This is an optimization exercise on Yosys and OpenROAD, whose aim is small area, a short achievable clock period and few clock cycles per item, not a production implementation. At most, simulation tests tie the RTL to the original design; equivalence was not proved. Power figures rest on the tool's default switching activity, not on a simulated workload.

==> exp/quartz <==
Design c1_ldpc_enc, start of the top module:
module c1_ldpc_enc (
    input  wire        clk,
    input  wire        rst,         
    input  wire        in_valid,
    output wire        in_ready,
    input  wire [31:0] in_data,
    output wire        out_valid,
    input  wire        out_ready,
    output wire [31:0] out_data
);
    reg  [255:0] A0, A1, A2, A3;
    reg  [8:0]   wc;       
    reg          st_out;   
    reg  [7:0]   cnt;      
    reg          rec;      
    reg  [4:0]   ow;       
    reg          ov;       
    reg          rdy;      
    reg  [31:0]  oreg;
    reg          p0s;      
    reg  [31:0]  dr;       
    reg          selb_r, clr_r, lastr;
    reg          rs;       
    reg  [3:0]   ins_r;
    reg          match;    
    reg  [7:0]   ge;       
    reg          wrq0, wrqn;
    reg          sd;       
    reg  [3:0]   so, sw;   
    assign in_ready  = rdy;
    assign out_valid = ov;
    assign out_data  = oreg;
    wire in_fire = in_valid & rdy;
    wire ldp     = st_out & match;
    wire ld      = ldp & (~ov | out_ready);
    wire [31:0] din;
    genvar gi;
    generate for (gi = 0; gi < 32; gi = gi + 1) begin : g_din
        assign din[gi] = in_data[31-gi];
    end endgenerate
    wire [31:0] wv0;
    assign wv0[0] = (A0[0] & ~clr_r) ^ (dr[0] & ins_r[0]);
    assign wv0[1] = (A0[1] & ~clr_r) ^ (dr[1] & ins_r[0]);
    assign wv0[2] = (A0[2] & ~clr_r) ^ (dr[2] & ins_r[0]);
    assign wv0[3] = (A0[3] & ~clr_r) ^ (dr[3] & ins_r[0]);
    assign wv0[4] = (A0[4] & ~clr_r) ^ (dr[4] & ins_r[0]);
    assign wv0[5] = (A0[5] & ~clr_r) ^ (dr[5] & ins_r[0]);
    assign wv0[6] = (A0[6] & ~clr_r) ^ (dr[6] & ins_r[0]);
  ...
Settings: LEC_CHECK=0, CAP_MARGIN=20, CORE_MARGIN=2, CORE_UTILIZATION=55, CTS_CLUSTER_DIAMETER=60, CTS_CLUSTER_SIZE=25, PLACE_DENSITY=0.65, SLEW_MARGIN=20; clock period 10.0 ns.
standard.sh (not shown) runs the stock make flow with config.mk's settings and CLKGATE_MAP_FILE= SYNTH_SCRIPT=/design/flow/synth_recipe.tcl, a recipe that flattens the netlist after the stock synthesis.
==> flow/flow/run.sh <==
#!/bin/bash
set -euo pipefail
export BUFFER_PORTS_ARGS="-buffer_cell sky130_fd_sc_hd__buf_4"
export SETUP_SLACK_MARGIN=6.8
bash standard.sh > standard.log 2>&1
==> exp/pepper (differences from exp/quartz) <==
--- a/flow/config.mk
+++ b/flow/config.mk
@@ -9,6 +9,6 @@
 export CORE_MARGIN = 2
 export CORE_UTILIZATION = 55
-export CTS_CLUSTER_DIAMETER = 60
-export CTS_CLUSTER_SIZE = 25
+export CTS_CLUSTER_DIAMETER = 70
+export CTS_CLUSTER_SIZE = 32
 export PLACE_DENSITY = 0.65
 export SLEW_MARGIN = 20
==> flow_summary.json <==
{
  "clk_pin_slew_ns": 0.11,
  "run_status": "timing/DRC/antenna clean",
  "clk-power_w": 0.00250,
  "p_per_area_nw_per_um2": 241,
  "cts_buffers": 49,
  "pwr-share-comb_pct": 18.5,
  "p_sw_w": 0.00310,
  "grtUsageTotal_pct": 33.1,
  "post-cts-setup-buffers": 0,
  "synthToLayoutAreaGrowth_pct": 8.01
}
-- figures above: exp/pepper

==> flow_summary.json <==
{
  "p_per_area_nw_per_um2": 246,
  "clk-power_w": 0.00282,
  "p_sw_w": 0.00317,
  "synthToLayoutAreaGrowth_pct": 9.18,
  "run_status": "timing/DRC/antenna clean",
  "clk_pin_slew_ns": 0.09,
  "post-cts-setup-buffers": 1,
  "pwr-share-comb_pct": 17.9,
  "cts_buffers": 61
}
-- figures above: exp/quartz

Testbench counts of exp/quartz, summed over its fixed seeds: cycles 26,176, rows 48.
Testbench counts of exp/pepper, summed over its fixed seeds: cycles 26,176, rows 48.

==> violet: inputs <==
Another version of the RTL of c1_ldpc_enc (not shown whole).
// c1_ldpc_enc
module c1_ldpc_enc (
    input  wire        clk,
    input  wire        rst,         
    input  wire        in_valid,
    output wire        in_ready,
    input  wire [31:0] in_data,
    output wire        out_valid,
    input  wire        out_ready,
    output wire [31:0] out_data
);
export LEC_CHECK = 0
export CAP_MARGIN = 20
export CORE_MARGIN = 2
export CORE_UTILIZATION = 55
export CTS_CLUSTER_DIAMETER = 60
export CTS_CLUSTER_SIZE = 25
export PLACE_DENSITY = 0.65
export SLEW_MARGIN = 20
create_clock -name core_clock -period 10.0 [get_ports {clk}]
==> flow/flow/run.sh <==
#!/bin/bash
set -euo pipefail
export BUFFER_PORTS_ARGS="-buffer_cell sky130_fd_sc_hd__buf_4"
export SETUP_SLACK_MARGIN=7.0
bash standard.sh > standard.log 2>&1
==> onyx: changes against violet <==
--- a/flow/config.mk
+++ b/flow/config.mk
@@ -6,9 +6,7 @@
 export NUM_CORES = 4
 export LEC_CHECK = 0
 export CAP_MARGIN = 20
 export CORE_MARGIN = 2
 export CORE_UTILIZATION = 55
-export CTS_CLUSTER_DIAMETER = 60
-export CTS_CLUSTER_SIZE = 25
 export PLACE_DENSITY = 0.65
 export SLEW_MARGIN = 20
==> zinc: changes against violet <==
--- a/flow/design.v
+++ b/flow/design.v
@@ -1376,11 +1376,10 @@
     assign osrc[31] = (sd & p0w[31]) | ((so[0]) & A3[3]) | ((so[1] | sw[1]) & A1[141]) | ((so[2] | sw[2]) & A2[95]) | ((so[3] | sw[3]) & A0[212]);
     wire [31:0] osrc_rev;
     generate for (gi = 0; gi < 32; gi = gi + 1) begin : g_orev
         assign osrc_rev[gi] = osrc[31-gi];
     end endgenerate
-    wire [31:0] oreg_n = ({32{ld}} & osrc_rev) | ({32{~ld}} & oreg);
     wire       st_out_0 = rs ? 1'b0 : lastr ? 1'b1 : st_out;
     wire       st_out_n = st_out_0 & ~(ld & (ow == 5'd31));
     wire [8:0] wc_n     = rs ? 9'd0 : in_fire ? wc + 9'd1 : wc;
     wire [7:0] ic_n     = (rs | in_fire) ? 8'd0 : (wc != 9'd0) ? ic + 8'd1 : ic;
     wire       ov_n     = ~rst & (ld | (ov & ~out_ready));
@@ -1437,9 +1436,9 @@
         wrq0    <= pass1_n & (os_n[2:0] == 3'd0);
         wrqn    <= pass1_n & (os_n[2:0] != 3'd0);
         sd      <= ld ? sd_b : sd_a;
         so      <= ld ? so_b : so_a;
         sw      <= ld ? sw_b : sw_a;
-        oreg    <= oreg_n;
+        if (ld) oreg <= osrc_rev;
         if (wrq0) p0s <= p0w[0];
     end
 endmodule
==> flow/flow/run.sh (replaced) <==
#!/bin/bash
set -euo pipefail
export BUFFER_PORTS_ARGS="-buffer_cell sky130_fd_sc_hd__buf_4"
export SETUP_SLACK_MARGIN=6.8
bash standard.sh > standard.log 2>&1
--- a/flow/config.mk
+++ b/flow/config.mk
@@ -6,9 +6,9 @@
 export NUM_CORES = 4
 export LEC_CHECK = 0
 export CAP_MARGIN = 20
 export CORE_MARGIN = 2
 export CORE_UTILIZATION = 55
-export CTS_CLUSTER_DIAMETER = 60
-export CTS_CLUSTER_SIZE = 25
+export CTS_CLUSTER_DIAMETER = 65
+export CTS_CLUSTER_SIZE = 28
 export PLACE_DENSITY = 0.65
 export SLEW_MARGIN = 20
==> summary.md <==
| Metric | Value |
|---|---|
| Result of the run | timing/DRC/antenna clean |
| Detailed-route wire length per cell | 29.60 um |
| Insertion delay of the later-clocked pin in the worst-skew pair | around 640 ps |
| Critical path arrival | 1350 ps |
| Gr usage total | 33.92% |
| Synthesized netlist cell count | 3,133 |
| Clock Network Area Fraction | 5.339% |
| Synthesized area | around 39,000 sq um |
| Setup WS pre-CTS | 6592 ps |
| Design Power | 10,690 uW |
| Max frequency | 298.1 MHz |
| Static Leak | 0.01684 uW |
| Power share of the combinational group | roughly 16% |
Source of the figures above: violet

==> summary.md <==
| Metric | Value |
|---|---|
| Power share of the combinational group | 14.2% |
| Synthesized area | 38,560 sq um |
| Design Power | 12,000 uW |
| Gr usage total | 34.31% |
| Setup WS pre-CTS | 6592 ps |
| Worst reg-to-reg path cell count | 6 |
| Synthesized netlist cell count | around 3,100 |
| Insertion delay of the later-clocked pin in the worst-skew pair | 680 ps |
| Max frequency | 291.0 MHz |
| Static Leak | around 0.018 uW |
| Critical path's largest stage delay | 560 ps |
| Result of the run | timing/DRC/antenna clean |
| Critical path arrival | 1440 ps |
| # nets final | 3,249 |
| Detailed-route wire length per cell | 29.34 um |
| Clock Network Area Fraction | 8.778% |
Source of the figures above: onyx

==> summary.md <==
| Metric | Value |
|---|---|
| Static Leak | 0.01651 uW |
| Insertion delay of the later-clocked pin in the worst-skew pair | 670 ps |
| Result of the run | timing/DRC/antenna clean |
| Detailed-route wire length per cell | 29.29 um |
| M1 GR Usage | 45.92% |
| Critical path arrival | 1290 ps |
| Largest family of logic cells by synthesized area | multiplexers |
| Fin crit share | between 30% and 40% |
| Portion of synthesized cell area occupied by the leading cell type | 49.96% |
| Maximum number of pins on one net before global-route repair | 95 |
| Gr usage total | 32.78% |
| Power share of the combinational group | 17.0% |
| Synthesized netlist cell count | approximately 3,100 |
| Synthesized area | 38,870 sq um |
| Endpoint class of the critical path | output port |
| Util after Layout | 60.36% |
| Worst reg-to-reg path cell count | 7 |
| Clock Network Area Fraction | 4.446% |
Source of the figures above: zinc

Testbench counts of violet, summed over its fixed seeds: cycles 25,896, rows 48.
Testbench counts of onyx, summed over its fixed seeds: cycles 25,896, rows 48.
Testbench counts of zinc, summed over its fixed seeds: cycles 25,896, rows 48.

==> inputs of trial 27 <==
Another version of the RTL of c1_ldpc_enc (not shown whole).
Settings: LEC_CHECK=0, CAP_MARGIN=20, CORE_MARGIN=2, CORE_UTILIZATION=55, CTS_CLUSTER_DIAMETER=60, CTS_CLUSTER_SIZE=25, PLACE_DENSITY=0.65, SLEW_MARGIN=20; clock period 10.0 ns.
==> flow/flow/run.sh <==
#!/bin/bash
set -euo pipefail
export BUFFER_PORTS_ARGS="-buffer_cell sky130_fd_sc_hd__buf_4"
export SETUP_SLACK_MARGIN=6.8
bash standard.sh > standard.log 2>&1
==> inputs of trial 3, as changes to trial 27 <==
CORE_UTILIZATION = 70   (was 55)
PLACE_DENSITY = 0.75   (was 0.65)
==> comparison <==
Against trial 3, the global-route usage of trial 27 is lower by 9.3 points.
Worst setup slack is about the same in trial 3 and trial 27.
In trial 27 the critical path depth is higher than in trial 3, by 4.
Of trial 27 and trial 3, trial 27 has the higher power (gap about 0.6%, measured against trial 3).
Synthesized area is the same in trial 27 and trial 3.
Sequential power is about the same in trial 27 and trial 3.
Testbench counts of trial 27, summed over its fixed seeds: cycles 25,848, rows 48.
Testbench counts of trial 3, summed over its fixed seeds: cycles 25,848, rows 48.

==> inputs of build 73 <==
Another version of the RTL of c1_ldpc_enc (not shown whole).
export LEC_CHECK = 0
export CAP_MARGIN = 20
export CORE_MARGIN = 2
export CORE_UTILIZATION = 55
export PLACE_DENSITY = 0.65
export SLEW_MARGIN = 20
create_clock -name core_clock -period 10.0 [get_ports {clk}]
==> flow/flow/run.sh <==
#!/bin/bash
set -euo pipefail
export BUFFER_PORTS_ARGS="-buffer_cell sky130_fd_sc_hd__buf_4"
bash standard.sh > standard.log 2>&1
==> build 75 (differences from build 73) <==
--- a/flow/design.v
+++ b/flow/design.v
@@ -28,15 +28,16 @@
     reg          wrq0, wrqn;
     reg          sd;       
     reg  [3:0]   so, sw;   
     assign in_ready  = rdy;
     assign out_valid = ov;
     assign out_data  = oreg;
     wire in_fire = in_valid & rdy;
-    wire ld      = st_out & match & (~ov | out_ready);
+    wire ldp     = st_out & match;
+    wire ld      = ldp & (~ov | out_ready);
     wire [31:0] din;
     genvar gi;
     generate for (gi = 0; gi < 32; gi = gi + 1) begin : g_din
         assign din[gi] = in_data[31-gi];
     end endgenerate
     wire [31:0] wv0;
     assign wv0[0] = (A0[0] & ~clr_r) ^ (dr[0] & ins_r[0]);
@@ -1378,18 +1379,25 @@
         assign osrc_rev[gi] = osrc[31-gi];
     end endgenerate
     wire       st_out_0 = rs ? 1'b0 : lastr ? 1'b1 : st_out;
     wire       st_out_n = st_out_0 & ~(ld & (ow == 5'd31));
     wire [8:0] wc_n     = rs ? 9'd0 : in_fire ? wc + 9'd1 : wc;
     wire [7:0] ic_n     = (rs | in_fire) ? 8'd0 : (wc != 9'd0) ? ic + 8'd1 : ic;
     wire       ov_n     = ~rst & (ld | (ov & ~out_ready));
-    wire       r_fire   = (wc != 9'd511) & ~((wc == 9'd510) & ov_n);
-    wire       r_idle   = (rs | (wc == 9'd0) | ((wc != 9'd0) ? (ic == 8'd255) : (ic == 8'd0)))
-                          & ~(~rs & (wc == 9'd511) & ov_n);
-    wire       rdy_n    = ~rst & ~st_out_n & (in_fire ? r_fire : r_idle);
+    wire       ow31     = (ow == 5'd31);
+    wire       ld_a     = ldp;
+    wire       ld_b     = ldp & ~ov;
+    wire       ov_a     = ldp;
+    wire       ov_b     = ldp | ov;
+    wire       icz      = (wc != 9'd0) ? (ic == 8'd255) : (ic == 8'd0);
+    wire       ra_f     = ~(st_out_0 & ~(ld_a & ow31)) & (wc != 9'd511) & ~((wc == 9'd510) & ov_a);
+    wire       rb_f     = ~(st_out_0 & ~(ld_b & ow31)) & (wc != 9'd511) & ~((wc == 9'd510) & ov_b);
+    wire       ra_i     = ~(st_out_0 & ~(ld_a & ow31)) & (rs | (wc == 9'd0) | icz) & ~(~rs & (wc == 9'd511) & ov_a);
+    wire       rb_i     = ~(st_out_0 & ~(ld_b & ow31)) & (rs | (wc == 9'd0) | icz) & ~(~rs & (wc == 9'd511) & ov_b);
+    wire       rdy_n    = ~rst & (out_ready ? (in_fire ? ra_f : ra_i) : (in_fire ? rb_f : rb_i));
     wire [7:0] os_n     = lastr ? 8'd0 : os + 8'd1;
     wire       rec_n    = (rs | lastr) ? 1'b0 : (st_out & (os[2:0] == 3'd7)) ? 1'b1 : rec;
     wire [4:0] owa      = (rs | lastr) ? 5'd0 : ow;
     wire [4:0] owb      = (rs | lastr) ? 5'd0 : ow + 5'd1;
     wire [4:0] ow_n     = ld ? owb : owa;
     wire       pass1_n  = st_out_0 & ~rec_n;
     wire       match_a  = (os_n == {3'd0, owa});
==> flow/flow/run.sh (replaced) <==
#!/bin/bash
set -euo pipefail
export BUFFER_PORTS_ARGS="-buffer_cell sky130_fd_sc_hd__buf_4"
export SETUP_SLACK_MARGIN=7.0
bash standard.sh > standard.log 2>&1
--- a/flow/config.mk
+++ b/flow/config.mk
@@ -4,9 +4,11 @@
 export VERILOG_FILES = /design/flow/design.v
 export SDC_FILE = /design/flow/constraint.sdc
 export NUM_CORES = 4
 export LEC_CHECK = 0
 export CAP_MARGIN = 20
 export CORE_MARGIN = 2
 export CORE_UTILIZATION = 55
+export CTS_CLUSTER_DIAMETER = 60
+export CTS_CLUSTER_SIZE = 25
 export PLACE_DENSITY = 0.65
 export SLEW_MARGIN = 20
==> build 15 (differences from build 73) <==
--- a/flow/design.v
+++ b/flow/design.v
@@ -28,15 +28,16 @@
     reg          wrq0, wrqn;
     reg          sd;       
     reg  [3:0]   so, sw;   
     assign in_ready  = rdy;
     assign out_valid = ov;
     assign out_data  = oreg;
     wire in_fire = in_valid & rdy;
-    wire ld      = st_out & match & (~ov | out_ready);
+    wire ldp     = st_out & match;
+    wire ld      = ldp & (~ov | out_ready);
     wire [31:0] din;
     genvar gi;
     generate for (gi = 0; gi < 32; gi = gi + 1) begin : g_din
         assign din[gi] = in_data[31-gi];
     end endgenerate
     wire [31:0] wv0;
     assign wv0[0] = (A0[0] & ~clr_r) ^ (dr[0] & ins_r[0]);
@@ -1378,18 +1379,25 @@
         assign osrc_rev[gi] = osrc[31-gi];
     end endgenerate
     wire       st_out_0 = rs ? 1'b0 : lastr ? 1'b1 : st_out;
     wire       st_out_n = st_out_0 & ~(ld & (ow == 5'd31));
     wire [8:0] wc_n     = rs ? 9'd0 : in_fire ? wc + 9'd1 : wc;
     wire [7:0] ic_n     = (rs | in_fire) ? 8'd0 : (wc != 9'd0) ? ic + 8'd1 : ic;
     wire       ov_n     = ~rst & (ld | (ov & ~out_ready));
-    wire       r_fire   = (wc != 9'd511) & ~((wc == 9'd510) & ov_n);
-    wire       r_idle   = (rs | (wc == 9'd0) | ((wc != 9'd0) ? (ic == 8'd255) : (ic == 8'd0)))
-                          & ~(~rs & (wc == 9'd511) & ov_n);
-    wire       rdy_n    = ~rst & ~st_out_n & (in_fire ? r_fire : r_idle);
+    wire       ow31     = (ow == 5'd31);
+    wire       ld_a     = ldp;
+    wire       ld_b     = ldp & ~ov;
+    wire       ov_a     = ldp;
+    wire       ov_b     = ldp | ov;
+    wire       icz      = (wc != 9'd0) ? (ic == 8'd255) : (ic == 8'd0);
+    wire       ra_f     = ~(st_out_0 & ~(ld_a & ow31)) & (wc != 9'd511) & ~((wc == 9'd510) & ov_a);
+    wire       rb_f     = ~(st_out_0 & ~(ld_b & ow31)) & (wc != 9'd511) & ~((wc == 9'd510) & ov_b);
+    wire       ra_i     = ~(st_out_0 & ~(ld_a & ow31)) & (rs | (wc == 9'd0) | icz) & ~(~rs & (wc == 9'd511) & ov_a);
+    wire       rb_i     = ~(st_out_0 & ~(ld_b & ow31)) & (rs | (wc == 9'd0) | icz) & ~(~rs & (wc == 9'd511) & ov_b);
+    wire       rdy_n    = ~rst & (out_ready ? (in_fire ? ra_f : ra_i) : (in_fire ? rb_f : rb_i));
     wire [7:0] os_n     = lastr ? 8'd0 : os + 8'd1;
     wire       rec_n    = (rs | lastr) ? 1'b0 : (st_out & (os[2:0] == 3'd7)) ? 1'b1 : rec;
     wire [4:0] owa      = (rs | lastr) ? 5'd0 : ow;
     wire [4:0] owb      = (rs | lastr) ? 5'd0 : ow + 5'd1;
     wire [4:0] ow_n     = ld ? owb : owa;
     wire       pass1_n  = st_out_0 & ~rec_n;
     wire       match_a  = (os_n == {3'd0, owa});
==> flow/flow/run.sh (replaced) <==
#!/bin/bash
set -euo pipefail
export BUFFER_PORTS_ARGS="-buffer_cell sky130_fd_sc_hd__buf_4"
export SETUP_SLACK_MARGIN=7.0
bash standard.sh > standard.log 2>&1
==> trial 62 (differences from build 73) <==
==> flow/flow/run.sh (replaced) <==
#!/bin/bash
set -euo pipefail
export BUFFER_PORTS_ARGS="-buffer_cell sky130_fd_sc_hd__buf_4"
export SETUP_SLACK_MARGIN=6.5
bash standard.sh > standard.log 2>&1
==> summary of the runs <==
Of build 75 and trial 62, build 75 has the higher non-clock buffer count (gap 2). Build 15 produced a clean layout. Build 73 finished clean. Trial 62 went through all stages and came out clean. Build 75 produced a clean layout. Power: build 15 is smaller than trial 62 (1.8%). Die area is about the same in trial 62 and build 75. Core utilization, lowest first: build 75, build 73, trial 62, build 15. Via count: build 15 > build 73 > trial 62 > build 75.
==> figures <==
quantity	build 73	build 75	build 15	trial 62
Result of the run	timing/DRC/antenna clean	timing/DRC/antenna clean	timing/DRC/antenna clean	timing/DRC/antenna clean
Part of the power in the clock network	37.5%	30.1%	37.4%	38.4%
Post-place instance area	39800 µm²	39900 µm²	39900 µm²	39800 µm²
Area share of the largest cell type after synthesis	40.9%	40.9%	40.9%	40.9%
Xor/xnor share of the synthesized area	8.50%	8.56%	8.56%	8.50%
Total of clock buffers placed in the layout	159	88	159	149
Largest vdd supply drop	0.000217 V	0.000174 V	0.000195 V	0.000193 V
NonClk Buf Share	1.66%	2.12%	2.13%	1.69%
Met1 routed wirelength after detailed routing	50.4 mm	50.4 mm	51.1 mm	49.9 mm
Relative area change from synthesis to final layout	13.5%	10.2%	14.1%	14.0%
Critical Path Sink Type	register	primary output	primary output	register
Die Height	268 µm	268 µm	268 µm	268 µm
Testbench counts of build 75, summed over its fixed seeds: cycles 26,176, rows 48.
Testbench counts of build 15, summed over its fixed seeds: cycles 26,176, rows 48.
No functional check of the RTL was part of build 73 and trial 62.

static timing again, ports no longer ideal:
How much do the figures lean on ideal ports? The routed layouts below were timed once more, with nothing changed but the port constraints. Step 1 assumes that a clkbuf_16 drives the clock port and a buf_2 every other input. Step 2 moves the port delays by t, midway between the first and last clock arrival at a register: inputs arrive t later, outputs are due t later. That takes back most of the time a late clock gives input paths. Slacks: no drivers / after step 1 / after step 2; pairs: no drivers / after step 1.
run	shift t [ns]	setup slack, ns	hold WS [ns]	latest minus earliest clock arrival (ns)	slew at the worst register clock pin (ns)
exp/quartz	0.727	6.657 / 6.589 / 6.380	0.320 / 0.320 / 0.320	0.031 / 0.032	0.10 / 0.10
exp/pepper	0.702	6.679 / 6.610 / 6.061	0.318 / 0.318 / 0.318	0.044 / 0.043	0.12 / 0.12
violet	0.694	6.646 / 6.572 / 6.588	0.314 / 0.314 / 0.314	0.033 / 0.034	0.10 / 0.10
onyx	0.743	6.563 / 6.491 / 6.605	0.306 / 0.306 / 0.306	0.028 / 0.028	0.07 / 0.07
zinc	0.727	6.706 / 6.634 / 6.518	0.318 / 0.318 / 0.318	0.042 / 0.042	0.11 / 0.11
trial 27	0.710	6.744 / 6.736 / 6.065	0.318 / 0.318 / 0.318	0.041 / 0.041	0.10 / 0.10
trial 3	0.710	6.744 / 6.683 / 6.094	0.322 / 0.322 / 0.322	0.034 / 0.034	0.11 / 0.11
build 73	0.734	6.189 / 6.189 / 6.189	0.311 / 0.311 / 0.311	0.059 / 0.059	0.07 / 0.07
build 75	0.709	6.781 / 6.711 / 6.435	0.321 / 0.321 / 0.321	0.044 / 0.045	0.10 / 0.10
build 15	0.735	6.774 / 6.707 / 6.466	0.295 / 0.295 / 0.295	0.063 / 0.062	0.08 / 0.08
trial 62	0.743	6.384 / 6.425 / 5.682	0.288 / 0.288 / 0.288	0.068 / 0.068	0.07 / 0.07
After both steps setup and hold are still met in every run listed. For trial 62, which loses most, drivers alone change the setup slack by +0.041 ns; drivers and shift together by -0.702 ns.
